What follows belongs to an exercise in optimizing a design on an open flow for small area, a short achievable clock period and few clock cycles per item; a production flow would make more cautious choices. In this exercise RTL edits were held to simulation tests only and were not proved equivalent to the original.

==> flow/design.v <==
module fq_muldiv32 (
    input  wire        clk,
    input  wire        rst,
    input  wire        in_valid,
    output wire        in_ready,
    input  wire [2:0]  fn,
    input  wire [31:0] a,
    input  wire [31:0] b,
    output reg         out_valid,
    output reg  [31:0] out_result
);
    reg        s_mul, s_divb, s_div, s_fix;
    reg [32:0] X;           
    reg [33:0] Y;           
    reg [33:0] R;           
    reg [4:0]  cnt;         
    reg [2:0]  mtot;        
    reg        hi;          
    reg        want_rem, dsgn, q_neg, r_neg;
    wire idle  = !(s_mul | s_divb | s_div | s_fix);
    wire last  = (cnt == 5'd1);
    wire res_neg = want_rem ? r_neg : q_neg;
    assign in_ready = idle | (s_mul & last) | (s_div & last & !res_neg) | s_fix;
    wire accept = in_valid & in_ready;
    wire a_sx = (fn == 3'd1) | (fn == 3'd3);
    wire b_sx = (fn == 3'd0) | (fn == 3'd1);
    wire e_b  = b_sx & b[31];
    wire f1 = (b[31:7]  == {25{e_b}});
    wire f2 = (b[31:15] == {17{e_b}});
    wire f3 = (b[31:23] == {9{e_b}});
    wire f4 = (b[31] == e_b);
    wire [2:0] m_in = f1 ? 3'd1 : f2 ? 3'd2 : f3 ? 3'd3 : f4 ? 3'd4 : 3'd5;
    wire       c5 = (mtot == 3'd5) & last;
    wire [8:0] yd = c5 ? 9'd1 : Y[8:0];
    wire [3:0] bneg, bone, btwo;
    wire [33:0] ppx [0:3];
    genvar j;
    generate
        for (j = 0; j < 4; j = j + 1) begin : g_booth
            wire [2:0] t = yd[2*j+2:2*j];
            assign bone[j] = t[1] ^ t[0];
            assign btwo[j] = (t[2] ^ t[1]) & ~(t[1] ^ t[0]);
            assign bneg[j] = t[2] & ~(t[1] & t[0]);
            wire [33:0] sel = ({34{bone[j]}} & {X[32], X}) | ({34{btwo[j]}} & {X, 1'b0});
            assign ppx[j] = sel ^ {34{bneg[j]}};
        end
    endgenerate
    wire [41:0] sum = {{8{R[33]}}, R}
                    + {{8{ppx[0][33]}}, ppx[0]}
                    + {{6{ppx[1][33]}}, ppx[1], 2'b0}
                    + {{4{ppx[2][33]}}, ppx[2], 4'b0}
                    + {{2{ppx[3][33]}}, ppx[3], 6'b0}
                    + {35'd0, bneg[3], 1'b0, bneg[2], 1'b0, bneg[1], 1'b0, bneg[0]};
    reg [31:0] mul_res;
    always @(*) begin
        if (!hi) begin
            case (mtot)
                3'd1:    mul_res = sum[31:0];
                3'd2:    mul_res = {sum[23:0], Y[33:26]};
                3'd3:    mul_res = {sum[15:0], Y[33:18]};
                default: mul_res = {sum[7:0], Y[33:10]};
            endcase
        end else begin
            case (mtot)
                3'd1:    mul_res = {{22{sum[41]}}, sum[41:32]};
                3'd2:    mul_res = {{14{sum[41]}}, sum[41:24]};
                3'd3:    mul_res = {{6{sum[41]}}, sum[41:16]};
                3'd4:    mul_res = sum[39:8];
                default: mul_res = sum[31:0];
            endcase
        end
    end
    function [5:0] clz32(input [31:0] v);
        reg [1:0] c2 [0:15];
        reg [2:0] c4 [0:7];
        reg [3:0] c8 [0:3];
        reg [4:0] c16 [0:1];
        reg [15:0] z2;
        reg [7:0] z4;
        reg [3:0] z8;
        reg [1:0] z16;
        integer i;
        begin
            for (i = 0; i < 16; i = i + 1) begin
                z2[i] = ~(v[2*i+1] | v[2*i]);
                c2[i] = {1'b0, ~v[2*i+1]};
            end
            for (i = 0; i < 8; i = i + 1) begin
                z4[i] = z2[2*i+1] & z2[2*i];
                c4[i] = z2[2*i+1] ? {2'b01, c2[2*i][0]} : {1'b0, c2[2*i+1]};
            end
            for (i = 0; i < 4; i = i + 1) begin
                z8[i] = z4[2*i+1] & z4[2*i];
                c8[i] = z4[2*i+1] ? {2'b01, c4[2*i][1:0]} : {1'b0, c4[2*i+1]};
            end
            for (i = 0; i < 2; i = i + 1) begin
                z16[i] = z8[2*i+1] & z8[2*i];
                c16[i] = z8[2*i+1] ? {2'b01, c8[2*i][2:0]} : {1'b0, c8[2*i+1]};
            end
            if (z16[1] & z16[0])
                clz32 = 6'd32;
            else
                clz32 = z16[1] ? {2'b01, c16[0][3:0]} : {1'b0, c16[1]};
        end
    endfunction
    wire [31:0] da = X[31:0];
    wire [31:0] db = Y[32:1];
    wire        an = dsgn & da[31];
    wire        bn = dsgn & db[31];
    wire [31:0] aa = an ? (~da + 32'd1) : da;
    wire [31:0] ab = bn ? (~db + 32'd1) : db;
    wire [5:0]  lza = clz32(aa);
    wire [5:0]  lzb = clz32(ab);
    wire        bz  = (db == 32'd0);
    wire        qz  = (lza > lzb);
    wire [5:0]  tsh = 6'd31 + lza - lzb;        
    wire [4:0]  sh  = {tsh[4:1], 1'b0};
    wire [63:0] ash = {32'd0, aa} << sh;
    wire [4:0]  kdiv = 5'd16 - {1'b0, sh[4:1]};
    wire [31:0] d   = X[31:0];
    wire [32:0] rs1 = {R[31:0], Y[31]};
    wire [33:0] t1  = {1'b0, rs1} - {2'b0, d};
    wire        q1  = ~t1[33];
    wire [31:0] r1  = q1 ? t1[31:0] : rs1[31:0];
    wire [32:0] rs2 = {r1, Y[30]};
    wire [33:0] t2  = {1'b0, rs2} - {2'b0, d};
    wire        q2  = ~t2[33];
    wire [31:0] r2  = q2 ? t2[31:0] : rs2[31:0];
    wire [31:0] qn  = {Y[29:0], q1, q2};
    wire [31:0] fixv = want_rem ? R[31:0] : Y[31:0];
    always @(posedge clk) begin
        if (rst) begin
            s_mul     <= 1'b0;
            s_divb    <= 1'b0;
            s_div     <= 1'b0;
            s_fix     <= 1'b0;
            out_valid <= 1'b0;
        end else begin
            out_valid <= 1'b0;
            if (s_mul & last) begin
                s_mul      <= 1'b0;
                out_valid  <= 1'b1;
                out_result <= mul_res;
            end
            if (s_divb) begin
                s_divb <= 1'b0;
                if (bz | qz) begin
                    out_valid  <= 1'b1;
                    out_result <= want_rem ? da : {32{bz}};
                end else begin
                    s_div <= 1'b1;
                end
            end
            if (s_div & last) begin
                s_div <= 1'b0;
                if (res_neg) begin
                    s_fix <= 1'b1;
                end else begin
                    out_valid  <= 1'b1;
                    out_result <= want_rem ? r2 : qn;
                end
            end
            if (s_fix) begin
                s_fix      <= 1'b0;
                out_valid  <= 1'b1;
                out_result <= ~fixv + 32'd1;
            end
            if (accept) begin
                s_mul  <= ~fn[2];
                s_divb <= fn[2];
            end
        end
    end
    always @(posedge clk) begin
        if (accept) begin
            X        <= {a_sx & a[31], a};
            Y        <= {e_b, b, 1'b0};
            R        <= 34'd0;
            cnt      <= {2'b00, m_in};
            mtot     <= m_in;
            hi       <= (fn[1:0] != 2'd0);
            want_rem <= fn[1];
            dsgn     <= ~fn[0];
        end else if (s_mul) begin
            R   <= sum[41:8];
            Y   <= {sum[7:0], Y[33:8]};
            cnt <= cnt - 5'd1;
        end else if (s_divb) begin
            X     <= {1'b0, ab};
            R     <= {2'b00, ash[63:32]};
            Y     <= {2'b00, ash[31:0]};
            cnt   <= kdiv;
            q_neg <= an ^ bn;
            r_neg <= an;
        end else if (s_div) begin
            R   <= {2'b00, r2};
            Y   <= {2'b00, qn};
            cnt <= cnt - 5'd1;
        end
    end
endmodule
==> flow/run.sh <==
#!/bin/bash
# synth_recipe.tcl (not shown) runs the flow's synth.tcl, then flattens the netlist and writes it again
# the make line also repeats each setting of config.mk as NAME=value (left out here)
make -C /OpenROAD-flow-scripts/flow DESIGN_CONFIG=/design/flow/config.mk WORK_HOME=/design/flow/orfs CLKGATE_MAP_FILE= SYNTH_SCRIPT=/design/flow/synth_recipe.tcl finish
==> flow/config.mk <==
export PLATFORM = sky130hd
export DESIGN_NAME = fq_muldiv32
export DESIGN_NICKNAME = fq_muldiv32
export VERILOG_FILES = /design/flow/design.v
export SDC_FILE = /design/flow/constraint.sdc
export NUM_CORES = 4
export LEC_CHECK = 0
export CAP_MARGIN = 20
export CORE_MARGIN = 2
export CORE_UTILIZATION = 40
export SLEW_MARGIN = 20
==> flow/constraint.sdc <==
create_clock -name core_clock -period 15.0 [get_ports {clk}]
set_input_delay 3.0000 -clock core_clock [delete_from_list [all_inputs] [get_ports {clk}]]
set_output_delay 3.0000 -clock core_clock [all_outputs]
set_load 0.01 [all_outputs]
==> results_dict.tcl <==
set metrics [dict create \
    drtIter0Drc 4480 \
    grt_pass1_vias 30657 \
    synth-main-ff-cell "edfxtp_1" \
    dr.pass1.iters 8 \
    grtUsageTotal_pct 40.8 \
    die-area_sq_um 73200 \
    cap_violations 0 \
    core_area_sq_um 70100 \
    yosysSeqAreaShare_pct 14.5 \
    cts_tree "yes" \
    synth-edff-count 109 \
    synthesis.area_sq_um 28400 \
    tightestPinTransition_ns 1.29 \
    arrival_ns 10.80 \
    cts_hold_buf 0 \
    fmax_mhz 94.8 \
    post_drt_wl_per_cell_um 32.6 \
    synth_warnings 9 \
    final_cell_mix "320 x nor2_1, 320 x a21oi_1, 317 x nand2_1, 309 x o21ai_0, 263 x inv_1" \
    r2r_cells 27 \
    r2r-start "mtot[0]" \
    avgSynthCellArea_sq_um 7.42 \
    hpwlAfterDp_um 117000 \
    path_max_fanout 47 \
    slowest_stage "o311ai_0" \
    synth_nets 4175 \
    ys_seq_elements 151 \
    finalHoldViolations 0 \
    cts_buffers 17 \
    antenna_found_initial 7 \
    crit_family "simple AND/OR/NAND/NOR gates" \
    die_x_um 271 \
    min_period_over_period_pct 70.3 \
    grt_first_pass_wirelength_um 218000 \
    cts_repair_resize_count 0 \
    root_buffer "clkbuf_16" \
    holdPathEnd "cnt[4]" \
    status "finished clean" \
    r2r_setup_slack_ns 4.45 \
    grt_max_degree 88 \
    routabilityCongestion 1.07 \
    synthCells 3832 \
    critPathKind "flip-flop to flip-flop" \
    ys_async_sr_fraction_pct 0 \
    end_kind "flip-flop" \
    cts_setup_buffers 0 \
    cp_slowest_stage_delay_ns 1.03 \
    drc 0 \
    rsz0062_at_grt "no" \
    seqCellArea_sq_um 4120 \
    fillers 7327 \
    tns_ns 0 \
    rr_endpoint "out_result[10]" \
    vias_per_cell 6.83 \
    clockBufferDepth 2 \
    multi_input_area_sq_um 22300 \
    holdCritStartpoint "cnt[4]" \
    hold_class "flip-flop to flip-flop" \
    worstHoldPathCells 2 \
    setup_viol 0 \
    clk_pin_slew_ns 0.08 \
    clkSinkCount 151 \
    final_core_utilization_pct 44.5 \
    overflow 0 \
    fp-row-count 97 \
    start_util_pct 40.5 \
    worst_clock_skew_ns 0.0262 \
    fin_nets 4131 \
    htreeDepth 4 \
    ioPinCount 104 \
    die_height_um 271 \
    min_period_ns 10.55 \
    clk_latency_ns 0.51 \
    drtAntennaViolNets 0 \
    cp-start-kind "flip-flop" \
    crit_required_ns 15.26 \
    report.final.slew_viol_count 0 \
    yosys.cell_types.count 90 \
    layout-drive-gt1-share_pct 6.45 \
    wl_um 154000 \
    port_buffers 103 \
    maxSlewHeadroom_pct 13.8 \
    syn2layout_area_growth_pct 9.73 \
    vias 32409 \
    critical_path_depth 27 \
    path_buf_inv 6 \
]
[kinds of logic (layout without fill, tap and decap cells)]
logic type	count (synthesis)	after routing	synth area share, %
AOI/OAI and AO/OA	1329	1329	30.8
xor gates and xnor gates	330	330	10.2
and+or+nand+nor	1072	1072	17.6
other	0	3	0
buffers and inverters	554	523	7.45
muxes	123	123	4.50
adders and majority gates	273	273	14.9
DFF	151	151	14.5
[worst max path at each step]
| stage | from | to |
|---|---|---|
| final | mtot[0] | out_result[10] |
| after global routing | mtot[0] | out_result[10] |
| after CTS | mtot[0] | out_result[10] |
| after detailed placement | mtot[0] | out_result[10] |
| after global placement | mtot[0] | out_result[10] |
| after floorplan | cnt[1] | out_result[13] |
[worst min-delay path: cells and delay by family, from the launching register on]
kind / cells / cell delay [ns]
compound gates: 2 / 0.15
flops: 1 / 0.34
[synthesized netlist by cell type (all sizes together), types with 11 or more instances]
cell / n / share of area (%)
nor2: 322 / 4.3
a21oi: 320 / 5.6
nand2: 319 / 4.2
o21ai: 311 / 5.5
inv: 266 / 3.5
clkbuf: 245 / 3.2
xor2: 187 / 5.8
ha: 162 / 7.1
a22oi: 145 / 3.8
xnor2: 143 / 4.4
fa: 111 / 7.8
edfxtp: 109 / 12
mux2i: 102 / 3.6
nor3: 89 / 1.6
nand3: 85 / 1.5
a211oi: 56 / 1.5
a221oi: 49 / 1.5
a21o: 45 / 1.2
a31oi: 44 / 0.97
dfxtp: 42 / 3.0
o211ai: 42 / 1.1
buf: 40 / 0.66
nand2b: 35 / 0.77
and2: 32 / 0.71
o31ai: 32 / 0.85
o221ai: 30 / 0.92
and3: 29 / 0.64
nand4: 29 / 0.64
nor4: 29 / 0.74
or3: 28 / 0.62
o21a: 27 / 0.71
o22ai: 26 / 0.57
a211o: 21 / 0.65
mux2: 19 / 0.75
a221o: 17 / 0.60
or2: 17 / 0.37
nor2b: 16 / 0.35
a311oi: 15 / 0.46
o21bai: 14 / 0.37
a2111oi: 11 / 0.34
a22o: 11 / 0.34
nor3b: 11 / 0.29
o221a: 11 / 0.44
[final cells by class]
class / instances / share of cell area [%]
Tap cell: 940 / 3.77
Sequential cell: 151 / 13.2
Antenna cell: 3 / 0.0241
Multi-Input combinational cell: 3127 / 71.6
Timing Repair Buffer: 222 / 6.17
Inverter: 269 / 3.24
Clock inverter: 15 / 0.622
Clock buffer: 17 / 1.36
[state kept, by name, indices dropped and copies added, names as in the netlist]
register and count:
R 34, Y 34, X 33, out_result 32, cnt 5, mtot 3
dsgn 1, hi 1, out_valid 1, q_neg 1, r_neg 1, s_div 1
s_divb 1, s_fix 1, s_mul 1, want_rem 1
[through the flow]
step / instances / cell area, sq um / worst slack, ns / hold WS (ns)
after floorplan: 3832 / 28400 / 7.18 / 0.464
after global placement: 4709 / 30500 / 5.21 / 0.495
after detailed placement: 4709 / 30600 / 4.85 / 0.510
after CTS: 4741 / 31200 / 4.88 / 0.525
after global routing: 4742 / 31200 / 3.98 / 0.579
final: 4744 / 31200 / 4.45 / 0.532
[layer usage]
metal  vias up  wire [um]  global-route usage, %
met1     15314      56300                   49.3
met2      2464      64300                   60.4
met3       717      18600                   11.8
li1      13912          -                      -
met5         -         10                      0
met4         2      15200                   32.9
Testbench counts, summed over its fixed seeds: cycles 43,698, items 12,000.

==> re-timing with driven ports <==
In the flow no input, the clock included, has a driving cell. The finished layout below was timed again as built, in two steps.
Step 1: set_driving_cell puts a clkbuf_16 on clk and a buf_2 on each other input, an assumption about the parent block.
Step 2 moves the port delays by t, midway between the first and last clock arrival at a register: inputs arrive t later, outputs are due t later. That takes back most of the time a late clock gives input paths.
a / b / c = ideal / step 1 / step 2; a / b = the first two.
t (ns): 0.560
setup WS [ns]: 4.452 / 4.452 / 4.452
worst data-port slew with drivers (ns): 0.08
After both steps setup and hold are still met in this run. The setup slack of this run moves by 0.000 ns with the drivers and by 0.000 ns with both steps.
